From an optimization exercise on the open Yosys and OpenROAD flow, aimed at small area, a short achievable clock period and few clock cycles per item; shortcuts taken in it are not production practice. Function was checked by simulation only, so behaviour that the tests miss may differ from the original. Power figures rest on the tool's default switching activity, not on a simulated workload.

v6:
// rafter_sweep
module rafter_sweep (
    input  wire         clk,
    input  wire         rst,
    input  wire         in_valid,
    output reg          in_ready,
    input  wire         first_pass,    
    input  wire         present,       
    input  wire [9:0]   p_i,           
    input  wire [15:0]  p_a,           
    input  wire [2:0]   p_h,           
    input  wire [31:0]  p_t,           
    input  wire [9:0]   ipeak,
    input  wire [31:0]  hold,
    input  wire [9:0]   decay,
    input  wire [3:0]   edge_count,    
    input  wire [63:0]  e_d,           
    input  wire [63:0]  e_a,           
    input  wire [63:0]  e_mask,        
    input  wire [87:0]  e_speed,       
    input  wire [79:0]  s_i,           
    input  wire [127:0] s_a,           
    input  wire [23:0]  s_h,           
    output reg          out_valid,
    input  wire         out_ready,
    output wire [9:0]   q_i,
    output wire [15:0]  q_a,
    output wire [2:0]   q_h,
    output wire [31:0]  q_t,
    output wire         refreshed
);
==> flow/config.mk <==
export PLATFORM = sky130hd
export DESIGN_NAME = rafter_sweep
export DESIGN_NICKNAME = rafter_sweep
export VERILOG_FILES = /design/flow/design.v
export SDC_FILE = /design/flow/constraint.sdc
export NUM_CORES = 4
export LEC_CHECK = 0
export CAP_MARGIN = 20
export CORE_MARGIN = 2
export CORE_UTILIZATION = 40
export SLEW_MARGIN = 20
export SYNTH_HIERARCHICAL = 1
export SYNTH_MINIMUM_KEEP_SIZE = 0
==> flow/constraint.sdc <==
create_clock -name core_clock -period 40.0 [get_ports {clk}]
set_input_delay 8.0000 -clock core_clock [delete_from_list [all_inputs] [get_ports {clk}]]
set_output_delay 8.0000 -clock core_clock [all_outputs]
set_load 0.01 [all_outputs]
standard.sh (not shown) runs the stock make flow with config.mk's settings and CLKGATE_MAP_FILE= SYNTH_SCRIPT=/design/flow/synth_recipe.tcl, a recipe that flattens the netlist after the stock synthesis.
==> flow/flow/run.sh <==
#!/bin/bash
# The standard layout, with the port buffers made of the platform's
# smallest buffer (buf_1), and timing repair asked to leave 31 ns of setup
# slack at the design's 40 ns clock.
set -euo pipefail
export BUFFER_PORTS_ARGS="-buffer_cell sky130_fd_sc_hd__buf_1"
export SETUP_SLACK_MARGIN=31.0
export TNS_END_PERCENT=100
bash standard.sh > standard.log 2>&1
v6 reached the end of the flow, and the finished layout is clean on the timing, DRC and antenna checks.
Testbench counts of v6, summed over its fixed seeds: cycles 20,496, items 20,480.
> inputs changed (v6 -> v7)
Settings: CTS_CLUSTER_SIZE newly set to 20; CTS_CLUSTER_DIAMETER newly set to 200.
==> flow/flow/run.sh <==
#!/bin/bash
# The standard layout, with the port buffers made of the platform's
# smallest buffer (buf_1), and timing repair asked to leave 30.5 ns of setup
# slack at the design's 40 ns clock.
set -euo pipefail
export BUFFER_PORTS_ARGS="-buffer_cell sky130_fd_sc_hd__buf_1"
export SETUP_SLACK_MARGIN=30.5
export TNS_END_PERCENT=100
bash standard.sh > standard.log 2>&1
Findings:
Between v7 and v6, the placement row count does not differ in any meaningful way.
v7 vs v6, layout cell share with drive strength beyond 1 went down by 6.7 points.
Delta (v7 minus v6): count of multi-input combinational gates now sits at about the same level; count of vias placed by the detailed router lower; total track usage has remained practically unchanged; wire length comparable.
v7 ended up with fewer standard cells than v6.
Of v6 and v7, the run reporting the higher setup slack was v6.
Register-to-register slack in v7 vs v6: down 370 ps
Area taken by multi-input logic gates was higher in the run labelled v6.


Another version of the RTL of rafter_sweep (not shown whole).
For scale: roughly 4200 cells after synthesis, ~670 flip-flops, ~700 I/O pins.
Settings: LEC_CHECK=0, CAP_MARGIN=20, CORE_MARGIN=2, CORE_UTILIZATION=40, CTS_CLUSTER_DIAMETER=200, CTS_CLUSTER_SIZE=24, SLEW_MARGIN=20, SYNTH_HIERARCHICAL=1, SYNTH_MINIMUM_KEEP_SIZE=0; clock period 40.0 ns.
==> flow/flow/run.sh <==
#!/bin/bash
# The standard layout, with the port buffers made of the platform's
# smallest buffer (buf_1), and timing repair asked to leave 30.5 ns of setup
# slack at the design's 40 ns clock.
set -euo pipefail
export BUFFER_PORTS_ARGS="-buffer_cell sky130_fd_sc_hd__buf_1"
export SETUP_SLACK_MARGIN=30.5
export TNS_END_PERCENT=100
bash standard.sh > standard.log 2>&1
The baseline produced a clean layout.
Testbench counts at the start, summed over its fixed seeds: cycles 20,496, items 20,480.
Next try:
- CORE_UTILIZATION: 40 -> 55
- CTS_CLUSTER_SIZE: 24 -> 20
=>
- The new run finished clean
- final area is lower by 0.35%
- combinational power stays flat
- hold slack barely changes
- fmax is lower by 1.4%
- non-clock buffer count is lower by 2
- cell count is lower by 5.4%
- routed wire length is lower by 5.0%
- power is higher by 2.1%


## v18
Starting RTL as in the previous note.
clock: 40.0 ns
lec_check: 0
cap_margin: 20
core_margin: 2
core_utilization: 40
cts_cluster_diameter: 200
cts_cluster_size: 20
slew_margin: 20
synth_hierarchical: 1
synth_minimum_keep_size: 0
==> flow/flow/run.sh <==
#!/bin/bash
# The standard layout, with the port buffers made of the platform's
# smallest buffer (buf_1), and timing repair asked to leave 30.5 ns of setup
# slack at the design's 40 ns clock.
set -euo pipefail
export BUFFER_PORTS_ARGS="-buffer_cell sky130_fd_sc_hd__buf_1"
export SETUP_SLACK_MARGIN=30.2
export TNS_END_PERCENT=100
bash standard.sh > standard.log 2>&1
v18 was carried through to the last stage, and its layout satisfied the timing, DRC and antenna checks.
Testbench counts of v18, summed over its fixed seeds: cycles 20,496, items 20,480.
Relative to v18, the following input files were edited for v16:
diff --git a/flow/flow/run.sh b/flow/flow/run.sh
--- a/flow/flow/run.sh
+++ b/flow/flow/run.sh
@@ -6,3 +6,3 @@
 export BUFFER_PORTS_ARGS="-buffer_cell sky130_fd_sc_hd__buf_1"
-export SETUP_SLACK_MARGIN=30.2
+export SETUP_SLACK_MARGIN=30.5
 export TNS_END_PERCENT=100
### Flow results
v16 vs v18 — worst ir drop on vdd dropped 0.98%.
Post-route total power: v16 vs v18 up about 2.6%
After detailed routing, v18 needs less wire than v16.
Non-clock buffer count: v16 > v18
Relative to v16, the following input files were edited for v14:
==> flow/run.sh (new file) <==
#!/bin/bash
# synth_recipe.tcl (not shown) runs the flow's synth.tcl, then flattens the netlist and writes it again
# the make line also repeats each setting of config.mk as NAME=value (left out here)
make -C /OpenROAD-flow-scripts/flow DESIGN_CONFIG=/design/flow/config.mk WORK_HOME=/design/flow/orfs CLKGATE_MAP_FILE= SYNTH_SCRIPT=/design/flow/synth_recipe.tcl finish
removed: flow/flow/run.sh
removed: flow/standard.sh
[summary]
- NOTE: total power in v14 falls short of that of v16
- Minimum clock period was lower in v16 than in v14.
- [compare] base=v16 new=v14: non-clock buffer count went down about 4%; utilization went up.
- Post-place instance area of v14 exceeds that of v16 by a little under 10%.
- [v14] number of cells in the finished layout apart from fillers fell about 0.7% relative to v16
What v31 does differently from v14 at the input level:
==> flow/flow/run.sh (new file) <==
#!/bin/bash
# The standard layout, with the port buffers made of the platform's
# smallest buffer (buf_1), and timing repair asked to leave 30.5 ns of setup
# slack at the design's 40 ns clock.
set -euo pipefail
export BUFFER_PORTS_ARGS="-buffer_cell sky130_fd_sc_hd__buf_1"
export SETUP_SLACK_MARGIN=30.7
export TNS_END_PERCENT=100
bash standard.sh > standard.log 2>&1
==> flow/standard.sh (new file) <==
#!/bin/bash
# synth_recipe.tcl (not shown) runs the flow's synth.tcl, then flattens the netlist and writes it again
# the make line also repeats each setting of config.mk as NAME=value (left out here)
make -C /OpenROAD-flow-scripts/flow DESIGN_CONFIG=/design/flow/config.mk WORK_HOME=/design/flow/orfs CLKGATE_MAP_FILE= SYNTH_SCRIPT=/design/flow/synth_recipe.tcl "${@:-finish}"
removed: flow/run.sh
[summary]
- The core of v31 is less densely filled than that of v14.
- On power density of the placed cells: v31 sits above v14.
- Comparing the two runs side by side, v31 comes out ahead of v14 on design area.
- Maximum number of pins on one net before global-route repair of v31 falls short of that of v14 by more than 10%.
- v31 completed end to end with timing, DRC and antenna clean.
- Compared with v14, in v31 clock share of power fell 0.2 points, routed wire length went up by about 0.6%, share of the final layout cell area in sequential cells climbed 1.6 points.
- Per the comparison of v31 with v14, number of inserted diodes shrank by 2; fraction of standard cell area in multi-input logic grew by 3.8 points; critical path depth has decreased.

==> static timing again, ports no longer ideal <==
No port has a modelled driver above. Below, the same layouts with a new extraction and two added sets of constraints.
Step 1 sets driving cells, clkbuf_16 on the clock port and buf_2 on the other inputs (assumed; they add their load-dependent delay and slew).
Step 2, shift: input delay + t, output delay - t, t = (earliest + latest rising clock arrival at the registers) / 2. This alone moves slack from input paths to output paths.
Slacks: ideal ports / drivers / drivers and shift; pairs: ideal ports / drivers.
| run | shift t [ns] | setup WS [ns] | worst setup path at the end | cell pins on the clock port's net |
|---|---|---|---|---|
| v6 | 0.748 | 30.703 / 30.639 / 29.990 | input to register | 1 |
| v7 | 0.707 | 30.545 / 30.602 / 29.895 | input to register | 1 |
| the first run of note 2 | 0.772 | 30.590 / 30.516 / 29.871 | input to register | 1 |
| the second run of note 2 | 0.671 | 30.458 / 30.487 / 29.816 | input to register | 1 |
| v18 | 0.703 | 30.208 / 30.257 / 29.555 | input to register | 1 |
| v16 | 0.710 | 30.575 / 30.555 / 29.845 | input to register | 1 |
| v14 | 0.704 | 28.378 / 28.378 / 28.378 | register to register | 1 |
| v31 | 0.721 | 30.584 / 30.576 / 29.855 | input to register | 1 |
After both steps every run listed still meets setup and hold. The setup slack of v16, which loses most, moves by -0.020 ns with the drivers and by -0.730 ns with both steps.
